This is an optimization exercise on Yosys and OpenROAD, whose aim is small area, a short achievable clock period and few clock cycles per item, not a production implementation.
In this exercise RTL edits were held to simulation tests only and were not proved equivalent to the original.

## maple
Design lim_node, start of the top module:
module lim_node (
    input  wire         clk,
    input  wire         rst,         
    input  wire         in_valid,
    output wire         in_ready,
    input  wire [255:0] in_x,        
    input  wire [31:0]  in_thr,      
    input  wire [31:0]  in_kq,       
    output wire         out_valid,
    input  wire         out_ready,
    output wire [255:0] out_y,       
    output wire [31:0]  out_gmin     
);
==> flow/config.mk <==
export PLATFORM = sky130hd
export DESIGN_NAME = lim_node
export DESIGN_NICKNAME = lim_node
export VERILOG_FILES = /design/flow/design.v
export SDC_FILE = /design/flow/constraint.sdc
export NUM_CORES = 4
export LEC_CHECK = 0
export CAP_MARGIN = 20
export CORE_MARGIN = 2
export CORE_UTILIZATION = 60
export PLACE_DENSITY = 0.72
export SLEW_MARGIN = 20
==> flow/constraint.sdc <==
create_clock -name core_clock -period 17.0 [get_ports {clk}]
set_input_delay 3.4000 -clock core_clock [delete_from_list [all_inputs] [get_ports {clk}]]
set_output_delay 3.4000 -clock core_clock [all_outputs]
set_load 0.01 [all_outputs]
run.sh (not shown) runs the stock make flow with config.mk's settings and CLKGATE_MAP_FILE= SYNTH_SCRIPT=/design/flow/synth_recipe.tcl, a recipe that flattens the netlist after the stock synthesis.
Testbench counts of maple, summed over its fixed seeds: cycles 42,763, blocks 1,600.
Input changes introduced in birch (baseline for comparison: maple):
diff --git a/flow/design.v b/flow/design.v
--- a/flow/design.v
+++ b/flow/design.v
@@ -187,44 +187,28 @@
         case (state)
         S_IDLE:  op1 = l7 ? OP_OUT : OP_NONE;
         S_D0:    op1 = d0q ? OP_CH : OP_NONE;
         S_CA:    op1 = OP_CH;
         S_CB:    op1 = (i != 3'd0 || l7) ? OP_OUT : OP_NONE;
         S_VIS:   op1 = l7 ? OP_OUT : (la_now || la_next) ? OP_LA : OP_NONE;
         default: op1 = OP_NONE;
         endcase
     end
-    reg         sel_la, sel_out;     
+    wire        sel_la  = (state == S_VIS) && !o7p;
+    wire        sel_out = (state == S_IDLE) || (state == S_CB) || (state == S_VIS && o7p);
     wire [2:0]  i_n  = (state == S_D0) ? top[2:0] : (fin ? (ndone ? 3'd0 : ni) : i);
     wire [3:0]  mn_n = (mp2 && bt) ? dv : mn;
     reg  [33:0] ra, rb;
     wire [34:0] m_a = sel_la  ? {1'b0, fin ? rb : ra}
                     : sel_out ? {3'b000, g} : {3'b000, kq_r};
-    reg  [31:0] mb;
-    reg         nb;
-    wire [30:0] dm_n = (mp2 && bt) ? dn : dm;
-    reg  [31:0] mb_n;
-    reg         nb_n;
-    always @* begin
-        mb_n = xr;                                   
-        nb_n = 1'b0;
-        case (state)
-        S_IDLE: if (in_valid) begin mb_n = {1'b0, u}; nb_n = 1'b1; end
-        S_VIS:  if (fin && ndone) begin mb_n = {1'b0, u}; nb_n = 1'b1; end
-                else mb_n = {1'b0, dm_n};
-        S_CB:   begin mb_n = {1'b0, u_new}; nb_n = 1'b1; end
-        default: ;
-        endcase
-    end
-    wire        sl_n = (state == S_VIS) && !(fin && ndone);
-    wire        so_n = ~nb_n & ~sl_n;
-    wire [31:0] m_b = mb;
-    wire        m_n = nb;
+    wire [31:0] m_b = sel_la  ? {1'b0, dm}
+                    : sel_out ? xr : {1'b0, u};
+    wire        m_n = ~sel_la & ~sel_out;
     wire [67:0] m_k = sel_la  ? {3'b000, u, 34'd0}
                     : sel_out ? {37'd0, {31{xr[31]}}} : {6'd0, u, {31{1'b1}}};
     wire [67:0] cs_s, cs_c;
     booth_cs u_mul (.a(m_a), .b(m_b), .negb(m_n), .k(m_k), .s(cs_s), .c(cs_c));
     always @(posedge clk) begin
         if (rst) begin
             state  <= S_IDLE;
             u      <= 31'd0;
             ovalid <= 1'b0;
@@ -235,22 +219,18 @@
             mp2    <= 1'b0;
             m2op   <= OP_NONE;
         end else begin
             if (ovalid && out_ready)
                 ovalid <= 1'b0;
             if (go) begin
                 ps   <= cs_s[65:0];
                 pc   <= cs_c[65:0];
                 m2op <= op1;
-                mb   <= mb_n;
-                nb   <= nb_n;
-                sel_la  <= sl_n;
-                sel_out <= so_n;
                 m2i  <= l7 ? 3'd7 : i - 3'd1;
                 gu   <= 1'b0;
                 if (gu)
                     gmin <= (gix == 3'd0 || g < gmin) ? g : gmin;
                 if (l7) begin
                     o7p <= 1'b0;
                     o7g <= 1'b0;
                 end
                 if (m2op == OP_OUT) begin
## What came out
Number of flip-flops and latches sits lower in birch than in maple.
Compared birch vs maple, and synthesized area is down in birch.
Worst slew margin relative to its limit delta for birch relative to maple: 4.0 points higher
Going from maple to birch, number of global-route vias before repair picked up an extra 2165; global-route track usage on met2 increased 1.3 points.
Compared to maple, birch shows a narrower setup margin.
[compare] base=maple new=birch: I/O pin count did not really move; wire length reported by the detailed router climbed about 1.3%; count of multi-input combinational gates shows no meaningful change.
Non-clock buffer count sits higher in birch than in maple.
Compared with maple, birch degrades wire length of the first global-routing pass.
Relative to maple, number of flops mapped to enable cells by yosys has decreased by about 4% in birch.
Testbench counts of birch, summed over its fixed seeds: cycles 42,763, blocks 1,600.

[re-timing with driven ports]
How much do the figures lean on ideal ports? The routed layouts below were timed once more, with nothing changed but the port constraints.
Step 1 assumes that a clkbuf_16 drives the clock port and a buf_2 every other input.
Step 2 also shifts input and output timing later by t, the mid clock arrival at the registers, as if the neighbouring blocks saw the same clock.
a / b / c = no drivers / after step 1 / after step 2; a / b = the first two.
run	t (ns)	setup WS [ns]	worst setup path at the end	worst slew at a driven data input, ns	pins driven straight from the clock port
maple	0.857	8.418 / 8.350 / 7.493	input to register	0.25	1
birch	0.852	8.153 / 8.153 / 8.153	register to register	0.19	1
After both steps every run listed still meets setup and hold. The setup slack of maple, which loses most, moves by -0.068 ns with the drivers and by -0.925 ns with both steps.
